Background: an optimization exercise with open tools, aiming at small area, a short achievable clock period and few clock cycles per item. Do not read the settings as production practice.
RTL that was checked went through simulation tests only; none was proved equivalent to the original.
Function not checked in run 2: the RTL went through the layout flow alone.

`config.mk`:
```
export PLATFORM = sky130hd
export DESIGN_NAME = chestnut_cordic
export DESIGN_NICKNAME = chestnut_cordic
export VERILOG_FILES = /design/flow/design.v
export SDC_FILE = /design/flow/constraint.sdc
export NUM_CORES = 4
export LEC_CHECK = 0
export CAP_MARGIN = 20
export CORE_MARGIN = 2
export CORE_UTILIZATION = 65
export PLACE_DENSITY = 0.75
export SLEW_MARGIN = 20
```
`constraint.sdc`:
```
create_clock -name core_clock -period 12.0 [get_ports {clk}]
set_input_delay 2.4000 -clock core_clock [delete_from_list [all_inputs] [get_ports {clk}]]
set_output_delay 2.4000 -clock core_clock [all_outputs]
set_load 0.01 [all_outputs]
```
`design.v`:
```
module chestnut_cordic (
    input  wire        clk,
    input  wire        rst,
    input  wire        in_valid,
    output wire        in_ready,
    input  wire [23:0] in_re,
    input  wire [23:0] in_im,
    input  wire [3:0]  in_ash,
    output reg         out_valid,
    output reg  [23:0] out_phase,
    output reg  [15:0] out_amp,
    output reg         out_sat
);
    assign in_ready = 1'b1;
    reg        v_in;
    reg [23:0] ar_in, ai_in;
    reg        sr_in, sg_in;
    reg [3:0]  ash_in;
    wire       in_sr = in_re[23], in_si = in_im[23];
    always @(posedge clk) begin
        v_in   <= in_valid & ~rst;
        ar_in  <= (in_re ^ {24{in_sr}}) + in_sr;
        ai_in  <= (in_im ^ {24{in_si}}) + in_si;
        sr_in  <= in_sr;                                    
        sg_in  <= ~(in_sr ^ in_si) | (in_im == 24'd0);      
        ash_in <= in_ash;
    end
    wire [24:0] x1q;
    wire [24:0] y1q;
    sk_add #(.W(25)) u_add1 (.a({1'b0, ar_in}), .b({1'b0, ai_in}), .cin(1'b0), .s(x1q));
    sk_add #(.W(25)) u_add2 (.a({1'b0, ai_in} ^ {25{~sg_in}}), .b({1'b0, ar_in} ^ {25{sg_in}}), .cin(1'b1), .s(y1q));
    wire [27:0] s0_i0_x = {x1q, 3'b000};
    wire [27:0] s0_i0_y = {y1q[24:0], 3'b000};
    reg        q0_v;
    reg [3:0]  q0_ash;
    reg [1:0] q0_b;
    reg [27:0] q0_x;
    reg [27:0] q0_y;
    always @(posedge clk) begin
        q0_v   <= v_in & ~rst;
        q0_ash <= ash_in;
        q0_b   <= {sg_in, sr_in};
        q0_x   <= s0_i0_x;
        q0_y   <= s0_i0_y;
    end
    wire s1_i1_d = ~q0_y[27];
    wire s1_i1_ry = q0_y[0] & (q0_y[1]);
    wire [27:0] s1_i1_xn;
    sk_add #(.W(28)) u_add3 (.a(q0_x), .b({2'd0, q0_y[26:1] ^ {26{q0_y[27]}}}), .cin(s1_i1_ry ^ q0_y[27]), .s(s1_i1_xn));
    wire s1_i1_rx = q0_x[0] & (q0_x[1]);
    wire [27:0] s1_i1_yn;
    sk_add #(.W(28)) u_add4 (.a(q0_y[27:0]), .b({1'd0, q0_x[27:1]} ^ {28{s1_i1_d}}), .cin(s1_i1_rx ^ s1_i1_d), .s(s1_i1_yn));
    reg        q1_v;
    reg [3:0]  q1_ash;
    reg [2:0] q1_b;
    reg [27:0] q1_x;
    reg [27:0] q1_y;
    always @(posedge clk) begin
        q1_v   <= q0_v & ~rst;
        q1_ash <= q0_ash;
        q1_b   <= {s1_i1_d, q0_b};
        q1_x   <= s1_i1_xn;
        q1_y   <= s1_i1_yn;
    end
    wire s2_i2_d = ~q1_y[27];
    wire s2_i2_ry = q1_y[1] & (q1_y[2] | (|q1_y[0:0]));
    wire [27:0] s2_i2_xn;
    sk_add #(.W(28)) u_add5 (.a(q1_x), .b({3'd0, q1_y[26:2] ^ {25{q1_y[27]}}}), .cin(s2_i2_ry ^ q1_y[27]), .s(s2_i2_xn));
    wire s2_i2_rx = q1_x[1] & (q1_x[2] | (|q1_x[0:0]));
    wire [26:0] s2_i2_yn;
    sk_add #(.W(27)) u_add6 (.a(q1_y[26:0]), .b({1'd0, q1_x[27:2]} ^ {27{s2_i2_d}}), .cin(s2_i2_rx ^ s2_i2_d), .s(s2_i2_yn));
    reg        q2_v;
    reg [3:0]  q2_ash;
    reg [3:0] q2_b;
    reg [27:0] q2_x;
    reg [26:0] q2_y;
    always @(posedge clk) begin
        q2_v   <= q1_v & ~rst;
        q2_ash <= q1_ash;
        q2_b   <= {s2_i2_d, q1_b};
        q2_x   <= s2_i2_xn;
        q2_y   <= s2_i2_yn;
    end
    wire s3_i3_d = ~q2_y[26];
    wire s3_i3_ry = q2_y[2] & (q2_y[3] | (|q2_y[1:0]));
    wire [27:0] s3_i3_xn;
    sk_add #(.W(28)) u_add7 (.a(q2_x), .b({5'd0, q2_y[25:3] ^ {23{q2_y[26]}}}), .cin(s3_i3_ry ^ q2_y[26]), .s(s3_i3_xn));
    wire s3_i3_rx = q2_x[2] & (q2_x[3] | (|q2_x[1:0]));
    wire [25:0] s3_i3_yn;
    sk_add #(.W(26)) u_add8 (.a(q2_y[25:0]), .b({1'd0, q2_x[27:3]} ^ {26{s3_i3_d}}), .cin(s3_i3_rx ^ s3_i3_d), .s(s3_i3_yn));
    reg        q3_v;
    reg [3:0]  q3_ash;
    reg [4:0] q3_b;
    reg [27:0] q3_x;
    reg [25:0] q3_y;
    always @(posedge clk) begin
        q3_v   <= q2_v & ~rst;
        q3_ash <= q2_ash;
        q3_b   <= {s3_i3_d, q2_b};
        q3_x   <= s3_i3_xn;
        q3_y   <= s3_i3_yn;
    end
    wire s4_i4_d = ~q3_y[25];
    wire s4_i4_ry = q3_y[3] & (q3_y[4] | (|q3_y[2:0]));
    wire [27:0] s4_i4_xn;
    sk_add #(.W(28)) u_add9 (.a(q3_x), .b({7'd0, q3_y[24:4] ^ {21{q3_y[25]}}}), .cin(s4_i4_ry ^ q3_y[25]), .s(s4_i4_xn));
    wire s4_i4_rx = q3_x[3] & (q3_x[4] | (|q3_x[2:0]));
    wire [24:0] s4_i4_yn;
    sk_add #(.W(25)) u_add10 (.a(q3_y[24:0]), .b({1'd0, q3_x[27:4]} ^ {25{s4_i4_d}}), .cin(s4_i4_rx ^ s4_i4_d), .s(s4_i4_yn));
    reg        q4_v;
    reg [3:0]  q4_ash;
    reg [5:0] q4_b;
    reg [27:0] q4_x;
    reg [24:0] q4_y;
    always @(posedge clk) begin
        q4_v   <= q3_v & ~rst;
        q4_ash <= q3_ash;
        q4_b   <= {s4_i4_d, q3_b};
        q4_x   <= s4_i4_xn;
        q4_y   <= s4_i4_yn;
    end
    wire s5_i5_d = ~q4_y[24];
    wire s5_i5_ry = q4_y[4] & (q4_y[5] | (|q4_y[3:0]));
    wire [27:0] s5_i5_xn;
    sk_add #(.W(28)) u_add11 (.a(q4_x), .b({9'd0, q4_y[23:5] ^ {19{q4_y[24]}}}), .cin(s5_i5_ry ^ q4_y[24]), .s(s5_i5_xn));
    wire s5_i5_rx = q4_x[4] & (q4_x[5] | (|q4_x[3:0]));
    wire [23:0] s5_i5_yn;
    sk_add #(.W(24)) u_add12 (.a(q4_y[23:0]), .b({1'd0, q4_x[27:5]} ^ {24{s5_i5_d}}), .cin(s5_i5_rx ^ s5_i5_d), .s(s5_i5_yn));
    reg        q5_v;
    reg [3:0]  q5_ash;
    reg [6:0] q5_b;
    reg [27:0] q5_x;
    reg [23:0] q5_y;
    always @(posedge clk) begin
        q5_v   <= q4_v & ~rst;
        q5_ash <= q4_ash;
        q5_b   <= {s5_i5_d, q4_b};
        q5_x   <= s5_i5_xn;
        q5_y   <= s5_i5_yn;
    end
    wire s6_i6_d = ~q5_y[23];
    wire s6_i6_ry = q5_y[5] & (q5_y[6] | (|q5_y[4:0]));
    wire [27:0] s6_i6_xn;
    sk_add #(.W(28)) u_add13 (.a(q5_x), .b({11'd0, q5_y[22:6] ^ {17{q5_y[23]}}}), .cin(s6_i6_ry ^ q5_y[23]), .s(s6_i6_xn));
    wire s6_i6_rx = q5_x[5] & (q5_x[6] | (|q5_x[4:0]));
    wire [22:0] s6_i6_yn;
    sk_add #(.W(23)) u_add14 (.a(q5_y[22:0]), .b({1'd0, q5_x[27:6]} ^ {23{s6_i6_d}}), .cin(s6_i6_rx ^ s6_i6_d), .s(s6_i6_yn));
    reg        q6_v;
    reg [3:0]  q6_ash;
    reg [7:0] q6_b;
    reg [27:0] q6_x;
    reg [22:0] q6_y;
    always @(posedge clk) begin
        q6_v   <= q5_v & ~rst;
        q6_ash <= q5_ash;
        q6_b   <= {s6_i6_d, q5_b};
        q6_x   <= s6_i6_xn;
        q6_y   <= s6_i6_yn;
    end
    wire s7_i7_d = ~q6_y[22];
    wire s7_i7_ry = q6_y[6] & (q6_y[7] | (|q6_y[5:0]));
    wire [27:0] s7_i7_xn;
    sk_add #(.W(28)) u_add15 (.a(q6_x), .b({13'd0, q6_y[21:7] ^ {15{q6_y[22]}}}), .cin(s7_i7_ry ^ q6_y[22]), .s(s7_i7_xn));
    wire s7_i7_rx = q6_x[6] & (q6_x[7] | (|q6_x[5:0]));
    wire [21:0] s7_i7_yn;
    sk_add #(.W(22)) u_add16 (.a(q6_y[21:0]), .b({1'd0, q6_x[27:7]} ^ {22{s7_i7_d}}), .cin(s7_i7_rx ^ s7_i7_d), .s(s7_i7_yn));
    reg        q7_v;
    reg [3:0]  q7_ash;
    reg [8:0] q7_b;
    reg [27:0] q7_x;
    reg [21:0] q7_y;
    always @(posedge clk) begin
        q7_v   <= q6_v & ~rst;
        q7_ash <= q6_ash;
        q7_b   <= {s7_i7_d, q6_b};
        q7_x   <= s7_i7_xn;
        q7_y   <= s7_i7_yn;
    end
    wire s8_i8_d = ~q7_y[21];
    wire s8_i8_ry = q7_y[7] & (q7_y[8] | (|q7_y[6:0]));
    wire [27:0] s8_i8_xn;
    sk_add #(.W(28)) u_add17 (.a(q7_x), .b({15'd0, q7_y[20:8] ^ {13{q7_y[21]}}}), .cin(s8_i8_ry ^ q7_y[21]), .s(s8_i8_xn));
    wire s8_i8_rx = q7_x[7] & (q7_x[8] | (|q7_x[6:0]));
    wire [20:0] s8_i8_yn;
    sk_add #(.W(21)) u_add18 (.a(q7_y[20:0]), .b({1'd0, q7_x[27:8]} ^ {21{s8_i8_d}}), .cin(s8_i8_rx ^ s8_i8_d), .s(s8_i8_yn));
    reg        q8_v;
    reg [3:0]  q8_ash;
    reg [9:0] q8_b;
    reg [27:0] q8_x;
    reg [20:0] q8_y;
    always @(posedge clk) begin
        q8_v   <= q7_v & ~rst;
        q8_ash <= q7_ash;
        q8_b   <= {s8_i8_d, q7_b};
        q8_x   <= s8_i8_xn;
        q8_y   <= s8_i8_yn;
    end
    wire s9_i9_d = ~q8_y[20];
    wire s9_i9_ry = q8_y[8] & (q8_y[9] | (|q8_y[7:0]));
    wire [27:0] s9_i9_xn;
    sk_add #(.W(28)) u_add19 (.a(q8_x), .b({17'd0, q8_y[19:9] ^ {11{q8_y[20]}}}), .cin(s9_i9_ry ^ q8_y[20]), .s(s9_i9_xn));
    wire s9_i9_rx = q8_x[8] & (q8_x[9] | (|q8_x[7:0]));
    wire [19:0] s9_i9_yn;
    sk_add #(.W(20)) u_add20 (.a(q8_y[19:0]), .b({1'd0, q8_x[27:9]} ^ {20{s9_i9_d}}), .cin(s9_i9_rx ^ s9_i9_d), .s(s9_i9_yn));
    reg        q9_v;
    reg [3:0]  q9_ash;
    reg [10:0] q9_b;
    reg [27:0] q9_x;
    reg [19:0] q9_y;
    always @(posedge clk) begin
        q9_v   <= q8_v & ~rst;
        q9_ash <= q8_ash;
        q9_b   <= {s9_i9_d, q8_b};
        q9_x   <= s9_i9_xn;
        q9_y   <= s9_i9_yn;
    end
    wire s10_i10_d = ~q9_y[19];
    wire s10_i10_ry = q9_y[9] & (q9_y[10] | (|q9_y[8:0]));
    wire [27:0] s10_i10_xn;
    sk_add #(.W(28)) u_add21 (.a(q9_x), .b({19'd0, q9_y[18:10] ^ {9{q9_y[19]}}}), .cin(s10_i10_ry ^ q9_y[19]), .s(s10_i10_xn));
    wire s10_i10_rx = q9_x[9] & (q9_x[10] | (|q9_x[8:0]));
    wire [18:0] s10_i10_yn;
    sk_add #(.W(19)) u_add22 (.a(q9_y[18:0]), .b({1'd0, q9_x[27:10]} ^ {19{s10_i10_d}}), .cin(s10_i10_rx ^ s10_i10_d), .s(s10_i10_yn));
    reg        q10_v;
    reg [3:0]  q10_ash;
    reg [11:0] q10_b;
    reg [27:0] q10_x;
    reg [18:0] q10_y;
    always @(posedge clk) begin
        q10_v   <= q9_v & ~rst;
        q10_ash <= q9_ash;
        q10_b   <= {s10_i10_d, q9_b};
        q10_x   <= s10_i10_xn;
        q10_y   <= s10_i10_yn;
    end
    wire s11_i11_d = ~q10_y[18];
    wire s11_i11_ry = q10_y[10] & (q10_y[11] | (|q10_y[9:0]));
    wire [27:0] s11_i11_xn;
    sk_add #(.W(28)) u_add23 (.a(q10_x), .b({21'd0, q10_y[17:11] ^ {7{q10_y[18]}}}), .cin(s11_i11_ry ^ q10_y[18]), .s(s11_i11_xn));
    wire s11_i11_rx = q10_x[10] & (q10_x[11] | (|q10_x[9:0]));
    wire [17:0] s11_i11_yn;
    sk_add #(.W(18)) u_add24 (.a(q10_y[17:0]), .b({1'd0, q10_x[27:11]} ^ {18{s11_i11_d}}), .cin(s11_i11_rx ^ s11_i11_d), .s(s11_i11_yn));
    reg        q11_v;
    reg [3:0]  q11_ash;
    reg [12:0] q11_b;
    reg [27:0] q11_x;
    reg [17:0] q11_y;
    always @(posedge clk) begin
        q11_v   <= q10_v & ~rst;
        q11_ash <= q10_ash;
        q11_b   <= {s11_i11_d, q10_b};
        q11_x   <= s11_i11_xn;
        q11_y   <= s11_i11_yn;
    end
    wire s12_i12_d = ~q11_y[17];
    wire s12_i12_ry = q11_y[11] & (q11_y[12] | (|q11_y[10:0]));
    wire [27:0] s12_i12_xn;
    sk_add #(.W(28)) u_add25 (.a(q11_x), .b({23'd0, q11_y[16:12] ^ {5{q11_y[17]}}}), .cin(s12_i12_ry ^ q11_y[17]), .s(s12_i12_xn));
    wire s12_i12_rx = q11_x[11] & (q11_x[12] | (|q11_x[10:0]));
    wire [16:0] s12_i12_yn;
    sk_add #(.W(17)) u_add26 (.a(q11_y[16:0]), .b({1'd0, q11_x[27:12]} ^ {17{s12_i12_d}}), .cin(s12_i12_rx ^ s12_i12_d), .s(s12_i12_yn));
    reg        q12_v;
    reg [3:0]  q12_ash;
    reg [13:0] q12_b;
    reg [27:0] q12_x;
    reg [16:0] q12_y;
    always @(posedge clk) begin
        q12_v   <= q11_v & ~rst;
        q12_ash <= q11_ash;
        q12_b   <= {s12_i12_d, q11_b};
        q12_x   <= s12_i12_xn;
        q12_y   <= s12_i12_yn;
    end
    wire s13_i13_d = ~q12_y[16];
    wire s13_i13_ry = q12_y[12] & (q12_y[13] | (|q12_y[11:0]));
    wire [27:0] s13_i13_xn;
    sk_add #(.W(28)) u_add27 (.a(q12_x), .b({25'd0, q12_y[15:13] ^ {3{q12_y[16]}}}), .cin(s13_i13_ry ^ q12_y[16]), .s(s13_i13_xn));
    wire s13_i13_rx = q12_x[12] & (q12_x[13] | (|q12_x[11:0]));
    wire [15:0] s13_i13_yn;
    sk_add #(.W(16)) u_add28 (.a(q12_y[15:0]), .b({1'd0, q12_x[27:13]} ^ {16{s13_i13_d}}), .cin(s13_i13_rx ^ s13_i13_d), .s(s13_i13_yn));
    reg        q13_v;
    reg [3:0]  q13_ash;
    reg [14:0] q13_b;
    reg [27:0] q13_x;
    reg [15:0] q13_y;
    always @(posedge clk) begin
        q13_v   <= q12_v & ~rst;
        q13_ash <= q12_ash;
        q13_b   <= {s13_i13_d, q12_b};
        q13_x   <= s13_i13_xn;
        q13_y   <= s13_i13_yn;
    end
    wire s14_i14_d = ~q13_y[15];
    wire s14_i14_ry = q13_y[13] & (q13_y[14] | (|q13_y[12:0]));
    wire [27:0] s14_i14_xn;
    sk_add #(.W(28)) u_add29 (.a(q13_x), .b({27'd0, q13_y[14:14] ^ {1{q13_y[15]}}}), .cin(s14_i14_ry ^ q13_y[15]), .s(s14_i14_xn));
    wire s14_i14_rx = q13_x[13] & (q13_x[14] | (|q13_x[12:0]));
    wire [14:0] s14_i14_yn;
    sk_add #(.W(15)) u_add30 (.a(q13_y[14:0]), .b({1'd0, q13_x[27:14]} ^ {15{s14_i14_d}}), .cin(s14_i14_rx ^ s14_i14_d), .s(s14_i14_yn));
    reg        q14_v;
    reg [3:0]  q14_ash;
    reg [15:0] q14_b;
    reg [27:0] q14_x;
    reg [14:0] q14_y;
    always @(posedge clk) begin
        q14_v   <= q13_v & ~rst;
        q14_ash <= q13_ash;
        q14_b   <= {s14_i14_d, q13_b};
        q14_x   <= s14_i14_xn;
        q14_y   <= s14_i14_yn;
    end
    wire s15_i15_d = ~q14_y[14];
    wire s15_i15_rx = q14_x[14] & (q14_x[15] | (|q14_x[13:0]));
    wire [13:0] s15_i15_yn;
    sk_add #(.W(14)) u_add31 (.a(q14_y[13:0]), .b({1'd0, q14_x[27:15]} ^ {14{s15_i15_d}}), .cin(s15_i15_rx ^ s15_i15_d), .s(s15_i15_yn));
    reg        q15_v;
    reg [16:0] q15_b;
    reg [13:0] q15_xh;
    reg [13:0] q15_y;
    always @(posedge clk) begin
        q15_v   <= q14_v & ~rst;
        q15_b   <= {s15_i15_d, q14_b};
        q15_xh  <= {q14_x[27:15], |q14_x[14:0]};
        q15_y   <= s15_i15_yn;
    end
    wire [27:0] q15_x = {q15_xh, 14'd0};
    wire s16_i16_d = ~q15_y[13];
    wire s16_i16_rx = q15_x[15] & (q15_x[16] | (|q15_x[14:0]));
    wire [12:0] s16_i16_yn;
    sk_add #(.W(13)) u_add32 (.a(q15_y[12:0]), .b({1'd0, q15_x[27:16]} ^ {13{s16_i16_d}}), .cin(s16_i16_rx ^ s16_i16_d), .s(s16_i16_yn));
    reg        q16_v;
    reg [17:0] q16_b;
    reg [12:0] q16_xh;
    reg [12:0] q16_y;
    always @(posedge clk) begin
        q16_v   <= q15_v & ~rst;
        q16_b   <= {s16_i16_d, q15_b};
        q16_xh  <= {q15_x[27:16], |q15_x[15:0]};
        q16_y   <= s16_i16_yn;
    end
    wire [27:0] q16_x = {q16_xh, 15'd0};
    wire s17_i17_d = ~q16_y[12];
    wire s17_i17_rx = q16_x[16] & (q16_x[17] | (|q16_x[15:0]));
    wire [11:0] s17_i17_yn;
    sk_add #(.W(12)) u_add33 (.a(q16_y[11:0]), .b({1'd0, q16_x[27:17]} ^ {12{s17_i17_d}}), .cin(s17_i17_rx ^ s17_i17_d), .s(s17_i17_yn));
    reg        q17_v;
    reg [18:0] q17_b;
    reg [11:0] q17_xh;
    reg [11:0] q17_y;
    always @(posedge clk) begin
        q17_v   <= q16_v & ~rst;
        q17_b   <= {s17_i17_d, q16_b};
        q17_xh  <= {q16_x[27:17], |q16_x[16:0]};
        q17_y   <= s17_i17_yn;
    end
    wire [27:0] q17_x = {q17_xh, 16'd0};
    wire s18_i18_d = ~q17_y[11];
    wire s18_i18_rx = q17_x[17] & (q17_x[18] | (|q17_x[16:0]));
    wire [10:0] s18_i18_yn;
    sk_add #(.W(11)) u_add34 (.a(q17_y[10:0]), .b({1'd0, q17_x[27:18]} ^ {11{s18_i18_d}}), .cin(s18_i18_rx ^ s18_i18_d), .s(s18_i18_yn));
    reg        q18_v;
    reg [19:0] q18_b;
    reg [10:0] q18_xh;
    reg [10:0] q18_y;
    always @(posedge clk) begin
        q18_v   <= q17_v & ~rst;
        q18_b   <= {s18_i18_d, q17_b};
        q18_xh  <= {q17_x[27:18], |q17_x[17:0]};
        q18_y   <= s18_i18_yn;
    end
    wire [27:0] q18_x = {q18_xh, 17'd0};
    wire s19_i19_d = ~q18_y[10];
    wire s19_i19_rx = q18_x[18] & (q18_x[19] | (|q18_x[17:0]));
    wire [9:0] s19_i19_yn;
    sk_add #(.W(10)) u_add35 (.a(q18_y[9:0]), .b({1'd0, q18_x[27:19]} ^ {10{s19_i19_d}}), .cin(s19_i19_rx ^ s19_i19_d), .s(s19_i19_yn));
    reg        q19_v;
    reg [20:0] q19_b;
    reg [9:0] q19_xh;
    reg [9:0] q19_y;
    always @(posedge clk) begin
        q19_v   <= q18_v & ~rst;
        q19_b   <= {s19_i19_d, q18_b};
        q19_xh  <= {q18_x[27:19], |q18_x[18:0]};
        q19_y   <= s19_i19_yn;
    end
    wire [27:0] q19_x = {q19_xh, 18'd0};
    wire s20_i20_d = ~q19_y[9];
    wire s20_i20_rx = q19_x[19] & (q19_x[20] | (|q19_x[18:0]));
    wire [8:0] s20_i20_yn;
    sk_add #(.W(9)) u_add36 (.a(q19_y[8:0]), .b({1'd0, q19_x[27:20]} ^ {9{s20_i20_d}}), .cin(s20_i20_rx ^ s20_i20_d), .s(s20_i20_yn));
    reg        q20_v;
    reg [21:0] q20_b;
    reg [8:0] q20_xh;
    reg [8:0] q20_y;
    always @(posedge clk) begin
        q20_v   <= q19_v & ~rst;
        q20_b   <= {s20_i20_d, q19_b};
        q20_xh  <= {q19_x[27:20], |q19_x[19:0]};
        q20_y   <= s20_i20_yn;
    end
    wire [27:0] q20_x = {q20_xh, 19'd0};
    wire s21_i21_d = ~q20_y[8];
    wire s21_i21_rx = q20_x[20] & (q20_x[21] | (|q20_x[19:0]));
    wire [7:0] s21_i21_yn;
    sk_add #(.W(8)) u_add37 (.a(q20_y[7:0]), .b({1'd0, q20_x[27:21]} ^ {8{s21_i21_d}}), .cin(s21_i21_rx ^ s21_i21_d), .s(s21_i21_yn));
    reg        q21_v;
    reg [22:0] q21_b;
    reg [7:0] q21_xh;
    reg [7:0] q21_y;
    always @(posedge clk) begin
        q21_v   <= q20_v & ~rst;
        q21_b   <= {s21_i21_d, q20_b};
        q21_xh  <= {q20_x[27:21], |q20_x[20:0]};
        q21_y   <= s21_i21_yn;
    end
    wire [27:0] q21_x = {q21_xh, 20'd0};
    wire s22_i22_d = ~q21_y[7];
    wire s22_i22_rx = q21_x[21] & (q21_x[22] | (|q21_x[20:0]));
    wire [6:0] s22_i22_yn;
    sk_add #(.W(7)) u_add38 (.a(q21_y[6:0]), .b({1'd0, q21_x[27:22]} ^ {7{s22_i22_d}}), .cin(s22_i22_rx ^ s22_i22_d), .s(s22_i22_yn));
    reg        q22_v;
    reg [23:0] q22_b;
    reg [6:0] q22_xh;
    reg [6:0] q22_y;
    always @(posedge clk) begin
        q22_v   <= q21_v & ~rst;
        q22_b   <= {s22_i22_d, q21_b};
        q22_xh  <= {q21_x[27:22], |q21_x[21:0]};
        q22_y   <= s22_i22_yn;
    end
    wire [27:0] q22_x = {q22_xh, 21'd0};
    wire s23_i23_d = ~q22_y[6];
    reg        q23_v;
    reg [24:0] q23_b;
    reg [5:0] q23_xh;
    always @(posedge clk) begin
        q23_v   <= q22_v & ~rst;
        q23_b   <= {s23_i23_d, q22_b};
        q23_xh  <= {q22_x[27:23], |q22_x[22:0]};
    end
    wire [27:0] q23_x = {q23_xh, 22'd0};
    reg [27:0] rom0;
    always @(*) begin
        case (q23_b[3:0])
            4'd0: rom0 = 28'd193957324;
            4'd1: rom0 = 28'd59739596;
            4'd2: rom0 = 28'd261066188;
            4'd3: rom0 = 28'd126848460;
            4'd4: rom0 = 28'd233574000;
            4'd5: rom0 = 28'd99356272;
            4'd6: rom0 = 28'd32247408;
            4'd7: rom0 = 28'd166465136;
            4'd8: rom0 = 28'd214889688;
            4'd9: rom0 = 28'd80671960;
            4'd10: rom0 = 28'd13563096;
            4'd11: rom0 = 28'd147780824;
            4'd12: rom0 = 28'd254506364;
            4'd13: rom0 = 28'd120288636;
            4'd14: rom0 = 28'd53179772;
            4'd15: rom0 = 28'd187397500;
            default: rom0 = 28'd0;
        endcase
    end
    reg [24:0] rom1;
    always @(*) begin
        case (q23_b[7:4])
            4'd0: rom1 = 25'd0;
            4'd1: rom1 = 25'd10625594;
            4'd2: rom1 = 25'd5333416;
            4'd3: rom1 = 25'd15959010;
            4'd4: rom1 = 25'd2669308;
            4'd5: rom1 = 25'd13294902;
            4'd6: rom1 = 25'd8002724;
            4'd7: rom1 = 25'd18628318;
            4'd8: rom1 = 25'd1334980;
            4'd9: rom1 = 25'd11960574;
            4'd10: rom1 = 25'd6668396;
            4'd11: rom1 = 25'd17293990;
            4'd12: rom1 = 25'd4004288;
            4'd13: rom1 = 25'd14629882;
            4'd14: rom1 = 25'd9337704;
            4'd15: rom1 = 25'd19963298;
            default: rom1 = 25'd0;
        endcase
    end
    reg [20:0] rom2;
    always @(*) begin
        case (q23_b[11:8])
            4'd0: rom2 = 21'd0;
            4'd1: rom2 = 21'd667530;
            4'd2: rom2 = 21'd333770;
            4'd3: rom2 = 21'd1001300;
            4'd4: rom2 = 21'd166886;
            4'd5: rom2 = 21'd834416;
            4'd6: rom2 = 21'd500656;
            4'd7: rom2 = 21'd1168186;
            4'd8: rom2 = 21'd83444;
            4'd9: rom2 = 21'd750974;
            4'd10: rom2 = 21'd417214;
            4'd11: rom2 = 21'd1084744;
            4'd12: rom2 = 21'd250330;
            4'd13: rom2 = 21'd917860;
            4'd14: rom2 = 21'd584100;
            4'd15: rom2 = 21'd1251630;
            default: rom2 = 21'd0;
        endcase
    end
    reg [16:0] rom3;
    always @(*) begin
        case (q23_b[15:12])
            4'd0: rom3 = 17'd0;
            4'd1: rom3 = 17'd41722;
            4'd2: rom3 = 17'd20860;
            4'd3: rom3 = 17'd62582;
            4'd4: rom3 = 17'd10430;
            4'd5: rom3 = 17'd52152;
            4'd6: rom3 = 17'd31290;
            4'd7: rom3 = 17'd73012;
            4'd8: rom3 = 17'd5216;
            4'd9: rom3 = 17'd46938;
            4'd10: rom3 = 17'd26076;
            4'd11: rom3 = 17'd67798;
            4'd12: rom3 = 17'd15646;
            4'd13: rom3 = 17'd57368;
            4'd14: rom3 = 17'd36506;
            4'd15: rom3 = 17'd78228;
            default: rom3 = 17'd0;
        endcase
    end
    reg [12:0] rom4;
    always @(*) begin
        case (q23_b[19:16])
            4'd0: rom4 = 13'd0;
            4'd1: rom4 = 13'd2608;
            4'd2: rom4 = 13'd1304;
            4'd3: rom4 = 13'd3912;
            4'd4: rom4 = 13'd652;
            4'd5: rom4 = 13'd3260;
            4'd6: rom4 = 13'd1956;
            4'd7: rom4 = 13'd4564;
            4'd8: rom4 = 13'd326;
            4'd9: rom4 = 13'd2934;
            4'd10: rom4 = 13'd1630;
            4'd11: rom4 = 13'd4238;
            4'd12: rom4 = 13'd978;
            4'd13: rom4 = 13'd3586;
            4'd14: rom4 = 13'd2282;
            4'd15: rom4 = 13'd4890;
            default: rom4 = 13'd0;
        endcase
    end
    reg [8:0] rom5;
    always @(*) begin
        case (q23_b[24:20])
            5'd0: rom5 = 9'd0;
            5'd1: rom5 = 9'd162;
            5'd2: rom5 = 9'd82;
            5'd3: rom5 = 9'd244;
            5'd4: rom5 = 9'd40;
            5'd5: rom5 = 9'd202;
            5'd6: rom5 = 9'd122;
            5'd7: rom5 = 9'd284;
            5'd8: rom5 = 9'd20;
            5'd9: rom5 = 9'd182;
            5'd10: rom5 = 9'd102;
            5'd11: rom5 = 9'd264;
            5'd12: rom5 = 9'd60;
            5'd13: rom5 = 9'd222;
            5'd14: rom5 = 9'd142;
            5'd15: rom5 = 9'd304;
            5'd16: rom5 = 9'd10;
            5'd17: rom5 = 9'd172;
            5'd18: rom5 = 9'd92;
            5'd19: rom5 = 9'd254;
            5'd20: rom5 = 9'd50;
            5'd21: rom5 = 9'd212;
            5'd22: rom5 = 9'd132;
            5'd23: rom5 = 9'd294;
            5'd24: rom5 = 9'd30;
            5'd25: rom5 = 9'd192;
            5'd26: rom5 = 9'd112;
            5'd27: rom5 = 9'd274;
            5'd28: rom5 = 9'd70;
            5'd29: rom5 = 9'd232;
            5'd30: rom5 = 9'd152;
            5'd31: rom5 = 9'd314;
            default: rom5 = 9'd0;
        endcase
    end
    reg [27:0] z1a;
    reg [21:0] z1b;
    reg [13:0] z1c;
    reg [27:0] z2;
    reg [42:0] t1;
    reg [38:0] t2;
    reg [3:0]  m1_ash, m2_ash;
    reg        m1_st, m2_st, m1_z, m2_z, z1_v, z2_v;
    reg [24:0] pt;
    wire [42:0] xf = {15'd0, q14_x};
    wire [9:0]  ash_mask = ~(10'h3ff << q14_ash);
    always @(posedge clk) begin
        t1    <= xf + (xf << 2) + (xf << 13) + (xf << 15);
        t2    <= (xf << 4) + (xf << 7) + (xf << 10);
        m1_ash <= q14_ash;
        m1_st <= (|xf[17:0]) | (|(xf[27:18] & ash_mask));
        m1_z  <= ~(|xf);
    end
    wire [42:0] p = t1 - {4'd0, t2};
    always @(posedge clk) begin
        pt    <= p[42:18];
        m2_ash <= m1_ash;
        m2_st <= m1_st;
        m2_z  <= m1_z;
    end
    wire [24:0] vsh = pt >> m2_ash;
    wire        amp_r = vsh[0] & (m2_st | vsh[1]);
    wire [15:0] amp_q = vsh[16:1] + amp_r;
    wire        sat = (|vsh[24:17]) | (&vsh[16:0]);
    wire [17:0] a0 = {m2_z, sat, sat ? 16'hffff : amp_q};
    reg  [17:0] a1;
    always @(posedge clk) a1 <= a0;
    reg  [17:0] a2;
    always @(posedge clk) a2 <= a1;
    reg  [17:0] a3;
    always @(posedge clk) a3 <= a2;
    reg  [17:0] a4;
    always @(posedge clk) a4 <= a3;
    reg  [17:0] a5;
    always @(posedge clk) a5 <= a4;
    reg  [17:0] a6;
    always @(posedge clk) a6 <= a5;
    reg  [17:0] a7;
    always @(posedge clk) a7 <= a6;
    reg  [17:0] a8;
    always @(posedge clk) a8 <= a7;
    reg  [17:0] a9;
    always @(posedge clk) a9 <= a8;
    always @(posedge clk) begin
        z1a   <= rom0 + rom1;
        z1b   <= rom2 + rom3;
        z1c   <= rom4 + rom5;
        z1_v  <= q23_v & ~rst;
        z2    <= z1a + z1b + z1c;
        z2_v  <= z1_v & ~rst;
    end
    wire        ph_r = z2[3] & (z2[4] | (|z2[2:0]));
    wire [23:0] ph = z2[27:4] + ph_r;
    always @(posedge clk) begin
        out_valid <= z2_v & ~rst;
        out_phase <= a9[17] ? 24'd0 : ph;
        out_amp   <= a9[15:0];
        out_sat   <= a9[16];
    end
endmodule
module ks_add #(parameter W = 8) (
    input  wire [W-1:0] a,
    input  wire [W-1:0] b,
    input  wire         cin,
    output wire [W-1:0] s
);
    localparam L = (W <= 2) ? 1 : (W <= 4) ? 2 : (W <= 8) ? 3 : (W <= 16) ? 4 : (W <= 32) ? 5 : 6;
    wire [W-1:0] g [0:L];
    wire [W-1:0] p [0:L];
    wire [W-1:0] p0 = a ^ b;
    assign g[0] = (a & b) | {{(W-1){1'b0}}, p0[0] & cin};
    assign p[0] = p0;
    genvar l, i;
    generate
        for (l = 0; l < L; l = l + 1) begin : lv
            for (i = 0; i < W; i = i + 1) begin : bt
                if (i >= (1 << l)) begin : c
                    assign g[l+1][i] = g[l][i] | (p[l][i] & g[l][i - (1 << l)]);
                    assign p[l+1][i] = p[l][i] & p[l][i - (1 << l)];
                end else begin : n
                    assign g[l+1][i] = g[l][i];
                    assign p[l+1][i] = p[l][i];
                end
            end
        end
    endgenerate
    assign s = p0 ^ {g[L][W-2:0], cin};
endmodule
module sk_add #(parameter W = 8) (
    input  wire [W-1:0] a,
    input  wire [W-1:0] b,
    input  wire         cin,
    output wire [W-1:0] s
);
    localparam L = (W <= 2) ? 1 : (W <= 4) ? 2 : (W <= 8) ? 3 : (W <= 16) ? 4 : (W <= 32) ? 5 : 6;
    wire [W-1:0] g [0:L];
    wire [W-1:0] p [0:L];
    wire [W-1:0] p0 = a ^ b;
    assign g[0] = (a & b) | {{(W-1){1'b0}}, p0[0] & cin};
    assign p[0] = p0;
    genvar l, i;
    generate
        for (l = 0; l < L; l = l + 1) begin : lv
            for (i = 0; i < W; i = i + 1) begin : bt
                if ((i >> l) & 1) begin : c
                    assign g[l+1][i] = g[l][i] | (p[l][i] & g[l][((i >> l) << l) - 1]);
                    assign p[l+1][i] = p[l][i] & p[l][((i >> l) << l) - 1];
                end else begin : n
                    assign g[l+1][i] = g[l][i];
                    assign p[l+1][i] = p[l][i];
                end
            end
        end
    endgenerate
    assign s = p0 ^ {g[L][W-2:0], cin};
endmodule
```
`flow/run.sh`:
```
#!/bin/bash
set -euo pipefail
MARGIN=7.9
SETUP_SLACK_MARGIN=$MARGIN bash standard.sh SETUP_SLACK_MARGIN=$MARGIN finish > standard_flow.log 2>&1
```
`standard.sh`:
```
#!/bin/bash
# synth_recipe.tcl (not shown) runs the flow's synth.tcl, then flattens the netlist and writes it again
# the make line also repeats each setting of config.mk as NAME=value (left out here)
make -C /OpenROAD-flow-scripts/flow DESIGN_CONFIG=/design/flow/config.mk WORK_HOME=/design/flow/orfs CLKGATE_MAP_FILE= SYNTH_SCRIPT=/design/flow/synth_recipe.tcl "${@:-finish}"
```
==> metrics list, run 1 <==
* Outcome: no timing/DRC/antenna violations
- In the synthesized netlist, the cells that appear most often are 1828 x sky130_fd_sc_hd__dfxtp_1, 910 x sky130_fd_sc_hd__xnor2_1, 806 x sky130_fd_sc_hd__ha_1.
- First-pass GRT wire length: between 200000 and 300000 um
- Data on the critical path is required at its endpoint by 12.68 ns.
- The die is around 360 um wide.
- The Yosys step of the flow raised 23 warnings.
- Setup violations remaining at the end of the flow were counted as 0.
- Critical path startpoint category: flop
* Leftover overflow at the end of global routing: 0
* Die height: 364 um
- For the pin with the worst max-slew slack, the measured transition is 0.926 ns.
- By instance count, the leading cell after synthesis is sky130_fd_sc_hd__dfxtp_1.
* Drt drc: 0
- Post-Syn Area: 0.0843 mm^2
- Cell type contributing the most total cell area after synthesis: sky130_fd_sc_hd__dfxtp_1
- Row count: 132
* Number of hold buffers added after cts: 0
- Effective utilization at floorplan: 65.3%
* Post-synthesis area per instance: 10.4 um^2
* Source of the worst hold timing path: q7_b[0]
- Fraction of layout cells with a size suffix above 1: 9.02%
* Sequential element share of the synthesized area: 43.4%
- In the final routed layout, each cell accounts on average for 16.5 um.
* Terminus of the critical flop-to-flop path: t1[40]
- Final critical path time including I/O delays and setup: roughly 4.3 ns
- Summing all flip-flop and latch instances after layout gives between 0.03 and 0.04 mm^2.
- Clock Path Buffers: 3
- Based on the critical path, the design can be clocked at up to 0.233 GHz.
- Measured against its own limit, the worst slew margin works out to a little under two fifths.
- Number of global-route vias before repair: 55319
- Length of the first detailed-routing pass in iterations: 5
- Data on the critical path arrives at its endpoint at 4.97 ns.
- Core Area: 0.129 mm^2
* Clock insertion delay at the later pin of the skew report: 0.80 ns
* Combined area of the multi-input logic cells: 0.0455 mm^2
- The worst hold path terminates at q8_b[0].
* Cell types with the largest area share after synthesis: sky130_fd_sc_hd__dfxtp_1 43%, sky130_fd_sc_hd__ha_1 12%, sky130_fd_sc_hd__xnor2_1 9.5%, sky130_fd_sc_hd__fa_1 5.9%, sky130_fd_sc_hd__xor2_1 4.9%
* RSZ-0062 raised after global routing: yes
- Crit path capture type: flop
- Min-Delay Path Class: flop to flop
- The max-slew violation total from the final report is 0.
* Share of the clock period used by the worst path after layout: 35.8%
- Antenna violations before repair: 0
* Mapped Cells: between 8000 and 9000
- The tree is rooted in a sky130_fd_sc_hd__clkbuf_16.
* Clock transition time at the flip-flop clock pins of the worst setup and hold paths: 0.06 ns
* Count of maximum capacitance violations: 0
* Placed wire-length estimate after detailed placement: 126000 um
- Number of inserted filler cells in the final layout: 9088
* Pin count of the biggest net entering global routing: 54
- Accumulated negative setup slack: 0 ns
* Startpoint of the worst-slack reg-to-reg timing path: q14_x[19]
- The register with the most flip-flops in the final layout is t1.
- The number of cells on the worst reg-to-reg path is 15.
* Placed cells: 9805
- Post-detailed-route via-to-cell ratio: 5.39
- TritonCTS clock tree: done
* Crit Path Category: flop to flop
- Skew final: between 0.03 and 0.04 ns
* Worst setup slack for register-to-register paths: 7.71 ns
- Flip-flop count of the largest register after layout: 39
* Die footprint: between 0.1 and 0.15 mm^2
- Total of flip-flops plus latches after synthesis: approximately 1800
- Registers with the most flip-flops: t1 (39), t2 (35)
- Once detail routing completed, the nets flagged for antenna violations numbered 0.
- Count of buffers inserted at the top-level ports: 96
* Overall via count from detail_route: 55210
- Final net count: 9465
- Synth Net Count: 9211
- After routing the design area is 0.0957 mm^2.
- Relative to the synthesized area, the layout overhead comes to 13.5%.
- Once layout is complete, the cells apart from fillers number 10245.
* Dominant register cell in the synthesized netlist: sky130_fd_sc_hd__dfxtp_1
- Count of cells along the worst hold path: 0
* Iteration-0 DRC Markers: about 2800
- Number of distinct standard cells referenced by the synthesized netlist: 92
- H-tree Lvls: 4
* Detailed-route wire length: 169000 um
- Share of the synthesized area in the top cell type: 43.4%
* Number of enable flip-flop cells after synthesis: 0
- Routability-driven placement finished with a final weighted congestion of 0.905.
- Number of sinks on the clock net: 1828
- Post-synth ARST share: 0%
- Number of failing hold endpoints at the final stage: 0
* Dpl cell area: 0.0872 mm^2
- Overall global routing resource usage: 25.3%
- TritonCTS Buffers: 180
- Worst Path Max Fanout: 3
- Io pins: 98
==> through the flow <==
stage | hold slack (ns) | setup slack (ns) | utilization (%)
5_1_grt | 0.306 | 7.55 | 74.1
4_1_cts | 0.299 | 7.70 | 73.2
3_3_place_gp | 0.309 | 6.73 | 67.5
3_5_place_dp | 0.312 | 6.78 | 67.5
2_1_floorplan | 0.310 | 7.69 | -
6_report | 0.309 | 7.71 | 74.1
==> per-layer routing <==
layer / share of wire [%] / vias up / global-route usage [%]
li1: - / 27625 / -
met3: 3.6 / 390 / 3.61
met1: 43 / 26123 / 30.5
met4: 4.0 / 0 / 10.5
met2: 50 / 1072 / 45.2
met5: 0 / - / 0
==> critical path: stages (launching register included) <==
cell,delay (ns)
sky130_fd_sc_hd__dfxtp_4,0.38
sky130_fd_sc_hd__inv_2,0.04
sky130_fd_sc_hd__fa_1,0.50
sky130_fd_sc_hd__fa_1,0.51
sky130_fd_sc_hd__inv_2,0.05
sky130_fd_sc_hd__ha_4,0.21
sky130_fd_sc_hd__a222oi_1,0.40
sky130_fd_sc_hd__nor4b_4,0.30
sky130_fd_sc_hd__or4b_4,0.51
sky130_fd_sc_hd__a311oi_4,0.26
sky130_fd_sc_hd__o31a_2,0.20
sky130_fd_sc_hd__nor3_2,0.05
sky130_fd_sc_hd__o22a_4,0.21
sky130_fd_sc_hd__a221oi_4,0.31
sky130_fd_sc_hd__o21bai_1,0.11
sky130_fd_sc_hd__xor2_1,0.14
==> layout by cell type (no fill, tap or decap), drive strengths merged, types with 38 or more instances in the layout <==
master,n
a21o,165
a21oi,357
a31oi,47
and2,53
and3,66
buf,133
clkbuf,247
clkdlybuf4s50,61
dfxtp,1828
fa,247
ha,806
inv,750
mux2i,38
nand2,326
nand2b,78
nand3,141
nand4,63
nor2,454
nor2b,122
nor3,127
nor4,40
o21a,134
o21ai,260
or3,38
xnor2,910
xor2,470
==> final cells by class <==
| type | instances | share of cell area [%] |
|---|---|---|
| flip-flops and latches | 1828 | 38.3 |
| multi-input cells | 5384 | 47.6 |
| diodes | 1 | 0.00262 |
| inverters | 732 | 2.87 |
| well taps | 1742 | 2.28 |
| clock buffers | 244 | 5.45 |
| repair buffers | 231 | 2.26 |
| clock inverters | 83 | 1.22 |
==> worst max path at each step <==
stage / startpoint / endpoint / slack (ns)
2_1_floorplan: in_re[23] / ar_in[22] / 7.69
3_3_place_gp: in_re[23] / ar_in[21] / 6.73
3_5_place_dp: in_re[23] / ar_in[21] / 6.78
5_1_grt: q14_x[16] / t1[40] / 7.55
4_1_cts: q14_x[4] / t1[32] / 7.70
6_report: q14_x[19] / t1[40] / 7.71
==> logic make-up after synthesis <==
group	count (synthesis)	share of synthesized area [%]
simple gates	1622	9.53
mux	74	1.31
compound gates	1252	9.58
xor+xnor	1380	14.3
flops	1828	43.4
buf+inv	892	4.00
fa+ha+maj	1054	17.8
other cells	1	0.00445
==> timing repair <==
| action | 4_1_cts | 5_1_grt |
|---|---|---|
| gates cloned | 0 | 4 |
| pin swaps | 49 | 97 |
| endpoints found under the setup margin | 181 | 185 |
| buffers inserted | 62 | 46 |
| gates resized for setup | 145 | 193 |
Testbench counts, summed over its fixed seeds: cycles 12,224, items 12,000.
==> run 2, diff against run 1 <==
--- a/design.v
+++ b/design.v
@@ -658,7 +658,7 @@
     input  wire         cin,
     output wire [W-1:0] s
 );
-    localparam L = (W <= 2) ? 1 : (W <= 4) ? 2 : (W <= 8) ? 3 : (W <= 16) ? 4 : (W <= 32) ? 5 : 6;
+    localparam L = (W <= 1) ? 1 : $clog2(W);
     wire [W-1:0] g [0:L];
     wire [W-1:0] p [0:L];
     wire [W-1:0] p0 = a ^ b;
@@ -686,7 +686,7 @@
     input  wire         cin,
     output wire [W-1:0] s
 );
-    localparam L = (W <= 2) ? 1 : (W <= 4) ? 2 : (W <= 8) ? 3 : (W <= 16) ? 4 : (W <= 32) ? 5 : 6;
+    localparam L = (W <= 1) ? 1 : $clog2(W);
     wire [W-1:0] g [0:L];
     wire [W-1:0] p [0:L];
     wire [W-1:0] p0 = a ^ b;
==> flow/run.sh (replaced) <==
#!/bin/bash
set -euo pipefail
MARGIN=8.4
SETUP_SLACK_MARGIN=$MARGIN bash standard.sh SETUP_SLACK_MARGIN=$MARGIN finish > standard_flow.log 2>&1
==> metrics list, run 2 <==
* Worst setup slack for register-to-register paths: 7.68 ns
- TritonCTS clock tree: done
- The number of antenna violations at the first check in global routing is 1.
- The commonest cells after synthesis are 1828 x sky130_fd_sc_hd__dfxtp_1, 910 x sky130_fd_sc_hd__xnor2_1, 806 x sky130_fd_sc_hd__ha_1.
- Root Buffer Master: sky130_fd_sc_hd__clkbuf_16
- Sorting the synthesized cells by area gives the leading types as sky130_fd_sc_hd__dfxtp_1 43%, sky130_fd_sc_hd__ha_1 12%, sky130_fd_sc_hd__xnor2_1 9.5%, sky130_fd_sc_hd__fa_1 5.9%, sky130_fd_sc_hd__xor2_1 4.9%.
- The final hold violation count was 0.
- Count of maximum capacitance violations: 0
- The worst setup path is launched from a flop.
- Iteration-0 DRC Markers: 2893
* Number of sinks on the clock net: roughly 1800
* Fraction of layout cells with a size suffix above 1: 15.7%
* Core Area: 0.129 mm^2
* Share of the synthesized area in the top cell type: 43.4%
* Detailed-route wire length: 180000 um
* Mapped Cells: 8103
* Number of enable flip-flop cells after synthesis: 0
* Least-Margin Pin Slew: between 0.9 and 1 ns
- Entering global routing, the biggest net connects 50 pins.
- Flip-flop count of the largest register after layout: 39
- The routed layout has 57092 vias.
- Routed WL per cell: ~17 um
* Clock transition time at the flip-flop clock pins of the worst setup and hold paths: 0.06 ns
- Setup repair after global routing could not meet its margin everywhere.
- For this configuration, the core starts out at a cell density of approximately 65%.
- Leftover overflow at the end of global routing: 0
- The die is 364 um wide.
* Final critical path time including I/O delays and setup: 4.32 ns
* First-pass GRT wire length: 283000 um
* Remaining antenna violation count: 0
- Number of warning messages in the yosys log: 23
- TritonCTS Buffers: between 150 and 200
- Skew final: roughly 0.026 ns
* Count of pins over their slew limit: 0
- The netlist uses 92 different library cells.
- Synthesis-to-finish area growth: 18.1%
* Total of flip-flops plus latches after synthesis: 1828
- Top library cells by usage in the layout, fill and taps aside: 1746 x sky130_fd_sc_hd__dfxtp_1, 865 x sky130_fd_sc_hd__xnor2_1, 788 x sky130_fd_sc_hd__ha_1
- Most flops, register: t1
- In the global route stage, overall resource usage came out at 26.2%.
* Final net count: 9686
* Crit-path slowest cell: sky130_fd_sc_hd__fa_1
- Routability-driven placement finished with a final weighted congestion of 0.897.
- Count of buffers inserted at the top-level ports: 96
- Accumulated negative setup slack: 0 ns
- Once detailed placement completed, the half-perimeter wirelength came to roughly 130000 um.
- The count of cells in the finished layout, fillers not included, comes to 10464.
- Measured along the y axis, the die boundary spans 364 um.
- Measured against its own limit, the worst slew margin works out to 33.7%.
* Post-synth ARST share: 0%
* Crit path arrival time: 5.00 ns
- Post-synthesis area per instance: roughly 10 um^2
- The worst setup path is captured at a flop.
- For this run, the top clock speed supported by timing is about 0.23 GHz.
* Dominant register cell in the synthesized netlist: sky130_fd_sc_hd__dfxtp_1
- In this run, placement finished with an instance count of 9803.
- Length of the first detailed-routing pass in iterations: 7
- Post-Syn Area: 0.0843 mm^2
- Crit Path Category: flop to flop
* Share of the clock period used by the worst path after layout: 36.0%
- Cell type contributing the most total cell area after synthesis: sky130_fd_sc_hd__dfxtp_1
- H-tree Lvls: 4
- Registers with the most flip-flops: t1 (39), t2 (35)
* Die footprint: 0.133 mm^2
- The via count of the first global-routing pass is 57613.
* Data required time at the worst endpoint: 12.68 ns
* Outcome: no timing/DRC/antenna violations
- In this run, post-CTS hold repair placed 0 buffers.
* Endpoints failing setup: 0
- In this run the worst hold path is classified as flop to flop.
- The signal on the critical path passes through inv_2, fa_1, fa_1, inv_2, ha_4, a222oi_1, nor4b_4, or4b_4, a311oi_4, o31a_2, nor3_2, o22a_4, a221oi_4, o21bai_1, xor2_1.
- Post-detailed-route via-to-cell ratio: 5.46
- For this design the top-level I/O count stands at between 90 and 100.
- Worst Path Max Fanout: 3
- Synth Net Count: 9211
* Row count: 132
* Cell with the most instances after synthesis: sky130_fd_sc_hd__dfxtp_1
- Sequential cells were found to cover 43.4% of the synthesized design area.
- Delay contributed by the slowest stage of the critical path: between 0.5 and 0.6 ns
* Clock Path Buffers: 3
- After detailed routing, the number of remaining DRC violations is 0.
* Clock insertion delay at the later pin of the skew report: 0.79 ns
* Leading cell type in the layout, fill and taps excluded: sky130_fd_sc_hd__dfxtp_1
run 2: cell counts after synthesis:
Identical to the previous run, type by type.
run 2: cell type report:
class                      instances  area, um^2
inverter                         732        2750
multi-input combinational       5384       47600
fill                            8453       29600
clock buffer                     250        5110
timing repair buffer             452        4070
antenna                            1        2.50
tap                             1742        2180
sequential                      1828       36800
clock inverter                    75        1070
run 2: cell families after synthesis:
logic type | count (synthesis) | share of synthesized area [%]
and+or+nand+nor | 1622 | 9.53
adders and majority gates | 1054 | 17.8
buffers and inverters | 892 | 4.00
AOI/OAI and AO/OA | 1252 | 9.58
DFF | 1828 | 43.4
other | 1 | 0.00445
xor gates and xnor gates | 1380 | 14.3
muxes | 74 | 1.31
run 2: critical path: cells and delay by family, from the launching register on:
kind            cells  cell delay (ns)
xor+xnor            1             0.14
flops               1             0.36
buf+inv             2             0.11
simple gates        3             0.85
compound gates      6             1.50
fa+ha+maj           3             1.22
run 2: through the flow:
stage               instance area [um^2]  utilization [%]  hold WS [ns]  worst slack [ns]
finish                             99600             77.1         0.313              7.68
global route                       99600             77.1         0.316              7.52
CTS                                96900             75.0         0.309              7.74
detailed placement                 87500             67.7         0.312              6.77
global placement                   87500             67.7         0.310              6.80
floorplan                          85000                -         0.310              7.69
run 2: metal layers:
layer  up-vias  global-route usage, %  wire (um)
met5         -                      0          0
met4         0                   9.31       6330
met3       429                   3.70       7000
met2      1184                   47.8      91500
met1     27395                   31.4      75400
li1      28084                      -          -
run 2: timing repair:
action / CTS / global route
pin swaps: 157 / 213
cloned: 8 / 3
endpoints found under the setup margin: 386 / 339
buffers inserted: 196 / 128
gates resized for setup: 624 / 396
run 2: path summary, 6_finish.rpt:
| path | startpoint | to | depth (start not counted) |
|---|---|---|---|
| worst max-delay path | q14_x[5] | t1[40] | 15 |
| worst min-delay path | q7_ash[2] | q8_ash[2] | 0 |
| worst max register to register | q14_x[5] | t1[40] | 15 |
| worst min register to register | q7_ash[2] | q8_ash[2] | 0 |
==> run 3, diff against run 2 <==
--- a/design.v
+++ b/design.v
@@ -590,27 +590,17 @@
     reg [27:0] z1a;
     reg [21:0] z1b;
     reg [13:0] z1c;
-    reg [27:0] z2;
-    reg [42:0] t1;
-    reg [38:0] t2;
     reg [3:0]  m1_ash, m2_ash;
-    reg        m1_st, m2_st, m1_z, m2_z, z1_v, z2_v;
+    reg        m1_st, m2_st, m1_z, m2_z, z1_v;
     reg [24:0] pt;
     wire [42:0] xf = {15'd0, q14_x};
     wire [9:0]  ash_mask = ~(10'h3ff << q14_ash);
-    always @(posedge clk) begin
-        t1    <= xf + (xf << 2) + (xf << 13) + (xf << 15);
-        t2    <= (xf << 4) + (xf << 7) + (xf << 10);
-        m1_ash <= q14_ash;
-        m1_st <= (|xf[17:0]) | (|(xf[27:18] & ash_mask));
-        m1_z  <= ~(|xf);
-    end
-    wire [42:0] p = t1 - {4'd0, t2};
+    wire [42:0] p = xf + (xf << 2) + (xf << 13) + (xf << 15) - (xf << 4) - (xf << 7) - (xf << 10);
     always @(posedge clk) begin
         pt    <= p[42:18];
-        m2_ash <= m1_ash;
-        m2_st <= m1_st;
-        m2_z  <= m1_z;
+        m2_ash <= q14_ash;
+        m2_st <= (|xf[17:0]) | (|(xf[27:18] & ash_mask));
+        m2_z  <= ~(|xf);
     end
     wire [24:0] vsh = pt >> m2_ash;
     wire        amp_r = vsh[0] & (m2_st | vsh[1]);
@@ -640,13 +630,12 @@
         z1b   <= rom2 + rom3;
         z1c   <= rom4 + rom5;
         z1_v  <= q23_v & ~rst;
-        z2    <= z1a + z1b + z1c;
-        z2_v  <= z1_v & ~rst;
     end
-    wire        ph_r = z2[3] & (z2[4] | (|z2[2:0]));
-    wire [23:0] ph = z2[27:4] + ph_r;
+    wire [4:0]  zlo = z1a[4:0] + z1b[4:0] + z1c[4:0];
+    wire [27:0] zr  = z1a + z1b + z1c + 28'd7 + zlo[4];
+    wire [23:0] ph = zr[27:4];
     always @(posedge clk) begin
-        out_valid <= z2_v & ~rst;
+        out_valid <= z1_v & ~rst;
         out_phase <= a9[17] ? 24'd0 : ph;
         out_amp   <= a9[15:0];
         out_sat   <= a9[16];
@@ -658,7 +647,7 @@
     input  wire         cin,
     output wire [W-1:0] s
 );
-    localparam L = (W <= 1) ? 1 : $clog2(W);
+    localparam L = (W <= 2) ? 1 : (W <= 4) ? 2 : (W <= 8) ? 3 : (W <= 16) ? 4 : (W <= 32) ? 5 : 6;
     wire [W-1:0] g [0:L];
     wire [W-1:0] p [0:L];
     wire [W-1:0] p0 = a ^ b;
@@ -686,7 +675,7 @@
     input  wire         cin,
     output wire [W-1:0] s
 );
-    localparam L = (W <= 1) ? 1 : $clog2(W);
+    localparam L = (W <= 2) ? 1 : (W <= 4) ? 2 : (W <= 8) ? 3 : (W <= 16) ? 4 : (W <= 32) ? 5 : 6;
     wire [W-1:0] g [0:L];
     wire [W-1:0] p [0:L];
     wire [W-1:0] p0 = a ^ b;
==> flow/run.sh (replaced) <==
#!/bin/bash
set -euo pipefail
MARGIN=8.3
SETUP_SLACK_MARGIN=$MARGIN bash standard.sh SETUP_SLACK_MARGIN=$MARGIN finish > standard_flow.log 2>&1
==> metrics list, run 3 <==
- Post-synthesis area per instance: 10.5 um^2
* Synthesis-to-finish area growth: 16.9%
* Overall via count from detail_route: 52738
* Synth Net Count: just under 9000
- For this run, the register share of the synthesized area comes to 42.5%.
- Overall global routing resource usage: 25.7%
- Delay contributed by the slowest stage of the critical path: 0.58 ns
- In this run the cell area of the synthesized design comes to 0.0810 mm^2.
- Share of the synthesized area in the top cell type: 42.5%
- Length of the first detailed-routing pass in iterations: 5
* Antenna violations before repair: 0
* Count of buffers inserted at the top-level ports: 96
- The worst path needs 4.72 ns of the cycle, external delays included.
* Mapped Cells: between 7000 and 8000
* TritonCTS clock tree: done
- Entering global routing, the biggest net connects 54 pins.
- The min-delay analysis places its worst path in the category flop to flop.
- Placed cells: 9309
- For this run, asynchronously set or reset flops after synthesis account for 0%.
- Clock latency on the worst-skew pair, taken at its later pin, is 0.82 ns.
* Share of the clock period used by the worst path after layout: 39.4%
- The clock net in this run drives a total of 1720 sinks.
- The repair_antennas step left the layout with diodes totalling 0.
- Crit-path slowest cell: sky130_fd_sc_hd__or4_4
- In the routed layout, each cell is associated on average with a via count of 5.33.
* First-pass GRT wire length: 266000 um
- Setup violations remaining at the end of the flow were counted as 0.
- Most Frequent Cell on Critical Path: sky130_fd_sc_hd__fa_1
- Die footprint: 0.127 mm^2
- Fraction of layout cells with a size suffix above 1: 14.8%
- Io pins: 98
- Remaining antenna violation count: 0
- CP Cell Sequence: inv_4, fa_1, inv_1, fa_1, inv_1, fa_1, ha_4, ha_4, nand2_2, or4_4, nand3_4, o31ai_4, o31a_1, o21a_2, o31ai_4, nor4_2, a311o_1
- By area the synthesized netlist is led by sky130_fd_sc_hd__dfxtp_1 43%, sky130_fd_sc_hd__ha_1 12%, sky130_fd_sc_hd__xnor2_1 9.5%, sky130_fd_sc_hd__fa_1 7.6%, sky130_fd_sc_hd__xor2_1 4.6%.
- Detailed placement ended at an HPWL of 121000 um.
* Worst Path Max Fanout: 6
- Number of inserted filler cells in the final layout: 8111
- Across the run, the number of max-cap violations was 0.
- By instance count, the leading cell after synthesis is sky130_fd_sc_hd__dfxtp_1.
- Yosys mapped a number of flops with a built-in enable equal to 0.
* Final weighted congestion in routability-driven placement: 0.873
* Total of flip-flops plus latches after synthesis: between 1500 and 2000
* Critical path startpoint category: flop
- Dominant register cell in the synthesized netlist: sky130_fd_sc_hd__dfxtp_1
- Clock transition time at the flip-flop clock pins of the worst setup and hold paths: 0.06 ns
- In this run the vertical extent of the chip is 357 um.
- Number of failing hold endpoints at the final stage: 0
* Max-slew headroom at the worst pin: approximately 27%
* Peak clock frequency supported by timing: 0.212 GHz
- Crit path arrival time: 5.41 ns
* Crit path capture type: flop
- Between clock sinks in the finished design, the worst skew comes to 0.0472 ns.
- The initialized floorplan defines approximately 130 standard-cell rows.
* Most instantiated cells after synthesis: 1720 x sky130_fd_sc_hd__dfxtp_1, 880 x sky130_fd_sc_hd__xnor2_1, 834 x sky130_fd_sc_hd__inv_1
- In this run the number of H-tree levels came out at 4.
- Number of warning messages in the yosys log: 23
- Leading cell type in the layout, fill and taps excluded: sky130_fd_sc_hd__dfxtp_1
* TritonCTS Buffers: 169
- In this run, distinct cell masters in the synthesized netlist total 98.
- Number of global-route vias before repair: 53230
* Effective utilization at floorplan: about two thirds
* Leftover overflow at the end of global routing: 0
* Top library cells by usage in the layout, fill and taps aside: 1641 x sky130_fd_sc_hd__dfxtp_1, 854 x sky130_fd_sc_hd__xnor2_1, 801 x sky130_fd_sc_hd__inv_1
- No sink is reached through more buffers than the 3 on the longest clock path.
* Routed WL per cell: 16.9 um
* Drt drc: 0
- Outcome: no timing/DRC/antenna violations
* Root Buffer Master: sky130_fd_sc_hd__clkbuf_16
- Die boundary width: about 360 um
* Least-Margin Pin Slew: 1.09 ns
* Filler-free cell count of the finished design: 9887
- Of all cell types, the one taking the most synthesized area is sky130_fd_sc_hd__dfxtp_1.
* RSZ-0062 raised after global routing: yes
* Final net count: 9258
- Data required time at the worst endpoint: 12.68 ns
* Iteration-0 DRC Markers: 2873
- The max-slew violation total from the final report came to 0.
- Core Area: 0.124 mm^2
- The worst setup path is of the flop to flop kind.
- Accumulated negative setup slack: 0 ns
- After detailed routing, the total wire length is 167000 um.
[run 3: kinds of logic after synthesis]
kind of cell | count (synthesis) | share of synthesized area (%)
flip-flops | 1720 | 42.5
AND/OR/NAND/NOR | 1416 | 8.70
XOR/XNOR | 1309 | 14.2
AO/OA/AOI/OAI | 1111 | 8.86
adder cells (fa/ha/maj) | 1091 | 19.7
buffers and inverters | 986 | 4.65
multiplexers | 78 | 1.37
other | 1 | 0.00463
[run 3: metal layers]
layer	up-vias	track usage (%)	share of wire (%)
met4	0	8.66	3.0
met3	353	3.26	3.4
met1	25194	32.3	44
met2	929	45.6	50
met5	-	0	0
li1	26262	-	-
[run 3: cell type report]
class | count | area, um^2 | share of cell area, %
multi-input combinational | 5006 | 45500 | 48.0
clock buffer | 226 | 4750 | 5.02
timing repair buffer | 382 | 3370 | 3.56
sequential | 1720 | 34600 | 36.6
tap | 1637 | 2050 | 2.16
clock inverter | 82 | 1220 | 1.29
inverter | 834 | 3170 | 3.35
[run 3: path summary, 6_finish.rpt]
| path | slack, ns | from | to | cells past startpoint |
|---|---|---|---|---|
| setup reg to reg | 7.28 | q14_x[7] | pt[22] | 17 |
| hold / removal | 0.29 | q13_b[12] | q14_b[12] | 0 |
| hold reg to reg | 0.29 | q13_b[12] | q14_b[12] | 0 |
| setup / recovery | 7.28 | q14_x[7] | pt[22] | 17 |
[run 3: timing repair]
item / in CTS / in global routing
hold buffers: 0 / 0
endpoints found under the setup margin: 325 / 281
endpoints found under the hold margin: 0 / 0
pin swaps: 137 / 238
buffers inserted: 141 / 124
gates cloned: 3 / 2
resized for setup: 471 / 343
[run 3: per-stage QoR]
step	util, %	hold WS (ns)	setup WS [ns]	cell area, um^2
after floorplan	-	0.310	7.51	81700
after detailed placement	68.0	0.312	6.88	84000
after CTS	74.5	0.292	7.27	92100
after global placement	68.0	0.310	6.91	84000
final	76.5	0.289	7.28	94600
after global routing	76.5	0.304	7.09	94600
[run 3: critical path: cells and delay by family, from the launching register on]
family / cells / cell delay, ns
AND/OR/NAND/NOR: 4 / 0.82
AO/OA/AOI/OAI: 5 / 1.19
adder cells (fa/ha/maj): 5 / 2.03
flip-flops: 1 / 0.40
buffers and inverters: 3 / 0.17
Testbench counts of run 3, summed over its fixed seeds: cycles 12,216, items 12,000.

static timing again, ports no longer ideal:
The flow's constraints put no driver on any port. The routed layouts listed below were extracted and timed again, unchanged, in two steps.
Step 1: set_driving_cell puts a clkbuf_16 on clk and a buf_2 on each other input, an assumption about the parent block.
Step 2, shift: input delay + t, output delay - t, t = (earliest + latest rising clock arrival at the registers) / 2. This alone moves slack from input paths to output paths.
a / b / c = no drivers / after step 1 / after step 2; a / b = the first two.
run	t, ns	setup WS [ns]	worst setup path after step 2	slew at the worst register clock pin (ns)	pins driven straight from the clock port
run 1	0.869	7.708 / 7.708 / 7.167	input to register	0.07 / 0.07	1
run 2	0.867	7.684 / 7.684 / 7.546	input to register	0.07 / 0.07	1
run 3	0.879	7.275 / 7.275 / 7.275	register to register	0.07 / 0.07	1
After both steps setup and hold are still met in every run listed. For run 1, which loses most, drivers alone change the setup slack by 0.000 ns; drivers and shift together by -0.541 ns.
